Background: an optimization exercise with open tools, aiming at small area, a short achievable clock period and few clock cycles per item. Do not read the settings as production practice.
Function was checked by simulation only, so behaviour that the tests miss may differ from the original.

== job 8156 ==
Design aes128_engine, start of the top module:
module aes128_engine (
    input  wire         clk,
    input  wire         rst,         
    input  wire         in_valid,
    output wire         in_ready,
    input  wire         in_decrypt,  
    input  wire [127:0] in_key,
    input  wire [127:0] in_block,
    output reg          out_valid,
    output wire [127:0] out_block
);
export LEC_CHECK = 0
export CAP_MARGIN = 30
export CORE_MARGIN = 2
export CORE_UTILIZATION = 45
export PLACE_DENSITY = 0.6
export SLEW_MARGIN = 20
create_clock -name core_clock -period 15.0 [get_ports {clk}]
standard.sh (not shown) runs the stock make flow with config.mk's settings and CLKGATE_MAP_FILE= SYNTH_SCRIPT=/design/flow/synth_recipe.tcl, a recipe that flattens the netlist after the stock synthesis.
==> flow/flow/run.sh <==
#!/bin/bash
# Own layout flow: the standard ORFS flow, with three changes:
#  1. synthesis is the standard synthesis script, except that ABC maps
#     the logic with the script in flow/map.abc (instead of ORFS's
#     abc_speed/abc_area script); registers, their names and cell types
#     are untouched;
#  2. timing repair (repair_timing in floorplan, CTS and global route)
#     aims at a setup slack margin of flow/margin.txt ns, which makes it
#     work towards a shorter achieved period than the 15 ns clock;
#  3. the port buffers that placement inserts on every input and output
#     are sky130_fd_sc_hd__buf_2 cells.
# Each tool's full output goes to a log file of its own in this folder.
set -euo pipefail
here=$(pwd)
margin=$(cat flow/margin.txt)

sed 's|log_cmd abc {\*}\$abc_args|log_cmd abc -script $::env(OWN_ABC_SCRIPT) {*}[lrange $abc_args 2 end]|' \
    "$FLOW_HOME/scripts/synth.tcl" > own_synth_core.tcl
grep -q 'OWN_ABC_SCRIPT' own_synth_core.tcl
sed "s|source \$::env(SCRIPTS_DIR)/synth.tcl|source $here/own_synth_core.tcl|" \
    synth_recipe.tcl > own_synth.tcl
grep -q 'own_synth_core.tcl' own_synth.tcl
export OWN_ABC_SCRIPT=$here/flow/map.abc

bash standard.sh SYNTH_SCRIPT=$here/own_synth.tcl synth > synth.log 2>&1
bash standard.sh SYNTH_SCRIPT=$here/own_synth.tcl SETUP_SLACK_MARGIN=$margin \
    "BUFFER_PORTS_ARGS=-buffer_cell sky130_fd_sc_hd__buf_2" > layout.log 2>&1
test -s out/final.def
==> flow/flow/map.abc <==
&get -n
&st
&dch
&nf
&put
buffer -c
topo
stime -c
upsize -c
dnsize -c
==> flow/flow/margin.txt <==
10
Testbench counts of job 8156, summed over its fixed seeds: cycles 13,290, items 1,280.
### job 8156 -> job 2928
diff --git a/flow/design.v b/flow/design.v
--- a/flow/design.v
+++ b/flow/design.v
@@ -249,12 +249,16 @@
     reg [127:0] key_r;      
     reg [127:0] key_p;      
     reg [127:0] key_x;      
     reg [127:0] out_q;      
     reg         v_r, v_p;   
     reg         dec_r, dec_p;
+    reg         encm_p;     
+    reg         decm_p;     
+    reg         encl_p;     
+    reg         decl_p;     
     reg [7:0]   rc_r, rc_p;   
     reg [1:0]   kx_st;      
     reg [7:0]   kx_rc;        
     reg         rdy_q;      
     reg         ld_q;       
     reg         dec_q;      
@@ -360,31 +364,31 @@
     endgenerate
     wire [31:0]  kt     = ks_out ^ {rc_r, 24'h000000};
     wire [31:0]  nw0    = w0 ^ kt;
     wire [31:0]  nw1    = (w0 ^ w1) ^ kt;
     wire [31:0]  nw2    = (w0 ^ w1 ^ w2) ^ kt;
     wire [31:0]  nw3    = (w0 ^ w1 ^ w2 ^ w3) ^ kt;
-    wire [127:0] k_next = dec_r ? {nw0, w1 ^ w0, w2 ^ w1, w3 ^ w2 ^ w1}
+    wire [127:0] k_next = dec_r ? {nw0, w1 ^ w0, w2 ^ w1, w3}
                                 : {nw0, nw1, nw2, nw3};
-    wire [127:0] rkey = {key_p[127:32], key_p[31:0] ^ (dec_p ? key_p[63:32] : 32'h0)};
+    wire [127:0] rkey = key_p;
     wire [127:0] sbe  = aff(st_p);           
     wire [127:0] yk   = st_p ^ rkey;         
     wire [127:0] m_in = dec_p ? yk : sbe;
     wire [127:0] mc;
     wire [127:0] pq;
     generate
         for (i = 0; i < 4; i = i + 1) begin : g_mix
             assign mc[127-32*i -: 32] = mixcol(m_in[127-32*i -: 32]);
             assign pq[127-32*i -: 32] = pre_q(mc[127-32*i -: 32]);
         end
     endgenerate
-    wire         last_p  = dec_p ? (rc_p == 8'h01) : (rc_p == 8'h36);
+    wire         last_p  = encl_p || decl_p;
     wire         last_r  = dec_r ? (rc_r == 8'h01) : (rc_r == 8'h36);
     wire [127:0] enc_mid = shift_rows(mc ^ rkey);
     wire [127:0] dec_mid = inv_shift_rows(pq);
-    wire [127:0] st_next = dec_p ? dec_mid : enc_mid;
+    wire [127:0] st_next = ({128{encm_p}} & enc_mid) | ({128{decm_p}} & dec_mid);
     wire [31:0] x0 = key_x[127:96];
     wire [31:0] x1 = key_x[95:64];
     wire [31:0] x2 = key_x[63:32];
     wire [31:0] x3 = key_x[31:0];
     wire [31:0] xs_rot = {x3[23:0], x3[31:24]};
     wire [31:0] xs_out;
@@ -423,12 +427,16 @@
         end
     end
     always @(posedge clk) begin
         ld_q  <= ld_next;
         dec_q <= in_decrypt;
         dec_p <= dec_r;
+        encm_p <= v_r && !dec_r && (rc_r != 8'h36);
+        decm_p <= v_r && dec_r && (rc_r != 8'h01);
+        encl_p <= !dec_r && (rc_r == 8'h36);
+        decl_p <= dec_r && (rc_r == 8'h01);
         rc_p  <= rc_r;
         if (ld_q) begin
             dec_r <= dec_q;
             rc_r  <= dec_q ? 8'h36 : 8'h01;
         end else begin
             dec_r <= dec_p;
@@ -439,21 +447,20 @@
         else
             kx_rc <= 8'h01;
     end
     always @(posedge clk) begin
         st_p  <= sb;
         key_p <= k_next;
-        out_q <= (dec_p ? st_p : sbe) ^ rkey;
-        if (ld_q) begin
-            st_r  <= dec_q ? pre(inv_shift_rows(in_block ^ key_x))
-                           : shift_rows(in_block ^ in_key);
+        out_q <= m_in ^ (rkey & {128{encl_p}});
+        st_r <= ({128{ld_q}} & (dec_q ? pre(inv_shift_rows(in_block ^ key_x))
+                                      : shift_rows(in_block ^ in_key)))
+                | st_next;
+        if (ld_q)
             key_r <= dec_q ? {key_x[127:32], key_x[31:0] ^ key_x[63:32]} : in_key;
-        end else begin
-            st_r  <= st_next;
-            key_r <= key_p;
-        end
+        else
+            key_r <= {key_p[127:32], key_p[31:0] ^ (decm_p ? key_p[63:32] : 32'h0)};
         case (kx_st)
             KX_IDLE: key_x <= in_key;
             KX_RUN:  key_x <= {nx0, nx1, nx2, nx3};
             default: key_x <= key_x;
         endcase
     end
Notes after the runs:
Compared with job 8156, job 2928 shows a lower ratio of final minimum period to clock period. Job 2928 vs. job 8156: placeable core region went down 0.0022 sq mm, required time of the critical path down 0.11 ns. Flip-flop and latch count after synthesis (job 2928 over job 8156): increase, 4. Job 8156 -> job 2928: non-clock buffer count delta 0, exact match. The higher setup slack of job 2928 and job 8156 is in job 2928.
Testbench counts of job 2928, summed over its fixed seeds: cycles 13,290, items 1,280.

* * *

Another version of the RTL of aes128_engine (not shown whole).
For scale: about 7900 cells after synthesis, about 810 flip-flops, ~390 I/O pins, roughly 0.071 mm² of cells after synthesis.
## aes128_engine
module aes128_engine (
    input  wire         clk,
    input  wire         rst,         
    input  wire         in_valid,
    output wire         in_ready,
    input  wire         in_decrypt,  
    input  wire [127:0] in_key,
    input  wire [127:0] in_block,
    output reg          out_valid,
    output wire [127:0] out_block
);
==> flow/config.mk <==
export PLATFORM = sky130hd
export DESIGN_NAME = aes128_engine
export DESIGN_NICKNAME = aes128_engine
export VERILOG_FILES = /design/flow/design.v
export SDC_FILE = /design/flow/constraint.sdc
export NUM_CORES = 8
export LEC_CHECK = 0
export CAP_MARGIN = 30
export CORE_MARGIN = 2
export CORE_UTILIZATION = 45
export PLACE_DENSITY = 0.6
export SLEW_MARGIN = 20
==> flow/constraint.sdc <==
create_clock -name core_clock -period 15.0 [get_ports {clk}]
set_input_delay 3.0000 -clock core_clock [delete_from_list [all_inputs] [get_ports {clk}]]
set_output_delay 3.0000 -clock core_clock [all_outputs]
set_load 0.01 [all_outputs]
Scripts as last shown in full above: flow/flow/run.sh, flow/flow/map.abc, flow/flow/margin.txt
Testbench counts at the start, summed over its fixed seeds: cycles 13,290, items 1,280.
Next try:
--- a/flow/design.v
+++ b/flow/design.v
@@ -486,18 +486,18 @@
             kx_rc <= 8'h01;
     end
     always @(posedge clk) begin
         st_p  <= sb;
         key_p <= k_next;
         out_q <= m_in ^ (rkey & {128{encl_p}});
         st_r <= ({128{ld_q}} & (dec_q ? pre(inv_shift_rows(in_block ^ key_x))
-                                      : shift_rows(in_block ^ key_x)))
+                                      : shift_rows(in_block ^ in_key)))
                 | st_next;
         if (ld_q)
-            key_r <= {key_x[127:32], key_x[31:0] ^ (dec_q ? key_x[63:32] : 32'h0)};
+            key_r <= dec_q ? {key_x[127:32], key_x[31:0] ^ key_x[63:32]} : in_key;
         else
             key_r <= {key_p[127:32], key_p[31:0] ^ (decm_p ? key_p[63:32] : 32'h0)};
         case (kx_st)
             KX_IDLE: key_x <= in_key;
             KX_RUN:  key_x <= {nx0, nx1, nx2, nx3};
             default: key_x <= key_x;
         endcase
Synthesized cell count went up by 4.4%.
Clock-buffer cell count went up by 18.
Final area went up by 3.6%.
Flip-flop and latch count is unchanged.
Cell count went up by 4.0%.
Hold slack is worse by 0.029 ns.
Routed wire length went up by 14%.
Worst setup slack is worse by 0.011 ns.
Via count went up by 6.9%.
Register-to-register slack stays flat.
First-iteration DRC count went up by 15%.
Utilization went down by 0.82 points.
Maximum frequency is about the same.
Testbench counts after the change, summed over its fixed seeds: cycles 13,290, items 1,280.

==> static timing again, ports no longer ideal <==
In the flow no input, the clock included, has a driving cell. The finished layouts below were timed again as built, in two steps. Step 1: set_driving_cell puts a clkbuf_16 on clk and a buf_2 on each other input, an assumption about the parent block. Step 2 times the ports against the registers' clock, not the clock port: input delays grow and output delays shrink by t, the midpoint of the rising clock arrivals with the driver on. a / b / c = no drivers / after step 1 / after step 2; a / b = the first two.
| run | t (ns) | setup slack, ns | hold slack, ns | worst slew at a driven data input, ns |
|---|---|---|---|---|
| job 8156 | 0.849 | 9.908 / 9.908 / 9.713 | 0.438 / 0.438 / 0.438 | 0.31 |
| job 2928 | 0.857 | 10.058 / 10.058 / 9.557 | 0.408 / 0.408 / 0.408 | 0.32 |
| the first run of note 2 | 0.815 | 9.929 / 9.929 / 9.735 | 0.403 / 0.403 / 0.403 | 0.13 |
| the second run of note 2 | 0.842 | 9.918 / 9.918 / 9.727 | 0.374 / 0.374 / 0.374 | 0.35 |
After both steps setup and hold are still met in every run listed. The setup slack of job 2928, which loses most, moves by 0.000 ns with the drivers and by -0.501 ns with both steps.
